Background: an optimization exercise with open tools, aiming at small area and a short achievable clock period. Do not read the settings as production practice.

the reference run:
Design mole_lane_rx, start of the top module:
module mole_lane_rx (
    input  wire        clk,
    input  wire        rst,
    input  wire        in_valid,
    input  wire [1:0]  in_hdr,
    input  wire [63:0] in_data,
    output reg         out_valid,
    output reg  [1:0]  out_hdr,
    output reg  [63:0] out_data,
    output reg         sig_valid,
    output wire [7:0]  sig_code,
    output wire [39:0] sig_arg,
    output reg         frm_valid,
    output reg         frm_good,
    output reg  [1:0]  frm_class,
    output reg  [15:0] frm_seq,
    output reg  [6:0]  frm_dest,
    output reg  [6:0]  frm_words,
    output reg         aln_valid,
    output reg  [3:0]  aln_lane,
    output reg  [1:0]  aln_port,
    output reg  [15:0] aln_seq,
    output reg  [4:0]  aln_bip_errs,
    output reg  [15:0] cnt_block_err,
    output reg  [15:0] cnt_signal_bad,
    output reg  [15:0] cnt_crc_err,
    output reg  [15:0] cnt_bip_err,
    output reg         frozen,
    output reg         lane_drop
);
    localparam [7:0] T_IDLE  = 8'h1E;
    localparam [7:0] T_SIG   = 8'h2D;
    localparam [7:0] T_LINK  = 8'h33;
    localparam [7:0] T_ALIGN = 8'h4B;
    localparam [7:0] T_TRAIN = 8'h55;
    localparam [7:0] T_FSTA  = 8'h78;
    localparam [7:0] T_FEND  = 8'h87;
    localparam [31:0] FSTA_SEED = 32'hF0958FA1;
    reg  [57:0] hist;
    wire [121:0] ext = {in_data, hist};
    reg  [63:0] desc;
    integer k;
    always @(*) begin
        for (k = 0; k < 64; k = k + 1)
            desc[k] = ext[58 + k] ^ ext[58 + k - 39] ^ ext[k];
    end
    wire is_data  = (in_hdr == 2'b01);
    wire is_ctrl  = (in_hdr == 2'b10);
    wire hdr_bad  = !is_data && !is_ctrl;
    wire is_raw   = is_ctrl && (in_data[7:0] == T_ALIGN || in_data[7:0] == T_TRAIN);
    wire is_align = is_ctrl && (in_data[7:0] == T_ALIGN);
    wire [63:0] payload = is_raw ? in_data : desc;
    wire [7:0]  ctype   = desc[7:0];
    wire is_sctrl = is_ctrl && !is_raw;
    wire type_known = ctype == T_IDLE || ctype == T_SIG || ctype == T_LINK ||
                      ctype == T_FSTA || ctype == T_FEND;
    wire c_idle = is_sctrl && ctype == T_IDLE;
    wire c_sig  = is_sctrl && ctype == T_SIG;
    wire c_fsta = is_sctrl && ctype == T_FSTA;
    wire c_fend = is_sctrl && ctype == T_FEND;
  ...
clock: 9.0 ns
lec_check: 0
cap_margin: 20
core_margin: 2
core_utilization: 60
cts_cluster_diameter: 140
cts_cluster_size: 27
slew_margin: 20
standard.sh (not shown) runs the stock make flow with config.mk's settings and CLKGATE_MAP_FILE= SYNTH_SCRIPT=/design/flow/synth_recipe.tcl, a recipe that flattens the netlist after the stock synthesis.
==> flow/flow/run.sh <==
#!/bin/bash
# Standard layout, with fast port buffers and a tighter setup target for
# timing repair. Each tool's output goes to the ORFS logs under orfs/logs;
# make's own output goes to flow_make.log.
set -euo pipefail
bash standard.sh "BUFFER_PORTS_ARGS=-buffer_cell sky130_fd_sc_hd__buf_2" SETUP_SLACK_MARGIN=5.8 finish > flow_make.log 2>&1
In summary, the reference run completed successfully, with a layout that passed the timing, design-rule and antenna checks.
For the trial run, these inputs were changed with respect to the reference run:
-- flow/design.v --
<<< the reference run, line 75
    wire [3:0]  bip_p23 = s1_bgrp[2] + s1_bgrp[3];
    wire [4:0]  bip_pop = bip_p01 + bip_p23;
    reg s1_data, s1_idle, s1_sig, s1_fsta, s1_fend, s1_err;
    reg         in_frame;
>>> the trial run, line 75
    wire [3:0]  bip_p23 = s1_bgrp[2] + s1_bgrp[3];
    wire [4:0]  bip_pop = bip_p01 + bip_p23;
    wire [7:0]  sig_syn;
    reg  [7:0]  s1_syn;
    mole_lane_rx_crc8 u_crc8 (.p1(desc), .sig_syn(sig_syn));
    reg s1_data, s1_idle, s1_sig, s1_fsta, s1_fend, s1_err;
    reg         in_frame;
<<< the reference run, line 88
    assign sig_arg  = last_msg[47:8];
    reg         s1_align;
    reg  [63:0] p1;
    wire fend_close = s1_fend && in_frame;
    wire in_frame_nx = s1_fsta ? 1'b1 : (s1_fend ? 1'b0 : in_frame);
    wire [7:0]  sig_syn;
    mole_lane_rx_crc8 u_crc8 (.p1(p1), .sig_syn(sig_syn));
    wire        sig_crc_ok = (sig_syn == 8'd0);
    wire        sig_dup    = (sig_dist <= 3'd4) && (p1[55:8] == last_msg);
    wire        sig_good   = s1_sig && sig_crc_ok;
>>> the trial run, line 91
    assign sig_arg  = last_msg[47:8];
    reg         s1_align;
    wire [63:0] p1 = out_data;
    wire fend_close = s1_fend && in_frame;
    wire in_frame_nx = s1_fsta ? 1'b1 : (s1_fend ? 1'b0 : in_frame);
    wire        sig_crc_ok = (s1_syn == 8'd0);
    wire        sig_dup    = (sig_dist <= 3'd4) && (p1[55:8] == last_msg);
    wire        sig_good   = s1_sig && sig_crc_ok;
<<< the reference run, line 108
        out_hdr      <= in_hdr;
        out_data     <= payload;
        p1           <= payload;
        s1_bgrp[0]   <= bip_grp[0];
        s1_bgrp[1]   <= bip_grp[1];
>>> the trial run, line 109
        out_hdr      <= in_hdr;
        out_data     <= payload;
        s1_bgrp[0]   <= bip_grp[0];
        s1_bgrp[1]   <= bip_grp[1];
<<< the reference run, line 114
        s1_bgrp[3]   <= bip_grp[3];
        aln_bip_errs <= bip_pop;
        aln_lane     <= p1[11:8];
        aln_port     <= p1[13:12];
        aln_seq      <= p1[31:16];
        if (s1_fsta) begin
            frm_class <= p1[9:8];
>>> the trial run, line 114
        s1_bgrp[3]   <= bip_grp[3];
        aln_bip_errs <= bip_pop;
        s1_syn       <= sig_syn;
        aln_lane     <= out_data[11:8];
        aln_port     <= out_data[13:12];
        aln_seq      <= out_data[31:16];
        if (s1_fsta) begin
            frm_class <= p1[9:8];
The trial run has completed all stages; timing, DRC and antenna checks passed. Maximum operating frequency for the trial run is higher than for the reference run. The trial run does worse than the reference run on worst-case hold slack. The trial run vs the reference run — max-slew headroom at the worst pin rose 2.2 points. Instance count of the mapped netlist went up by a few percent going from the reference run to the trial run. The standard cells in the trial run occupy more silicon area than those in the reference run do. Cell count after placement in the trial run is about 3.6% above the reference run. Higher non-clock buffer count was reported by the trial run, not the reference run. The trial run against the reference run; wire length per cell after detailed routing is up by a few percent.
No functional check of the RTL was part of any run of this note.

[separate check: timing with driven ports]
Ports are ideal in the flow. The routed layouts listed here were re-timed in OpenROAD.
Step 1 (the two cells are an assumption about what drives the block):
set clk [get_ports {clk}]
set_driving_cell -lib_cell sky130_fd_sc_hd__clkbuf_16 $clk
set_driving_cell -lib_cell sky130_fd_sc_hd__buf_2 [delete_from_list [all_inputs] $clk]
Step 2 moves the port delays by t, midway between the first and last clock arrival at a register: inputs arrive t later, outputs are due t later. That takes back most of the time a late clock gives input paths.
a / b / c = no drivers / after step 1 / after step 2; a / b = the first two.
run | t (ns) | setup WS [ns] | latest minus earliest clock arrival (ns)
the reference run | 0.603 | 5.793 / 5.734 / 5.290 | 0.041 / 0.041
the trial run | 0.601 | 5.808 / 5.758 / 5.233 | 0.021 / 0.020
After both steps every run listed still meets setup and hold. The setup slack of the trial run, which loses most, moves by -0.050 ns with the drivers and by -0.575 ns with both steps.
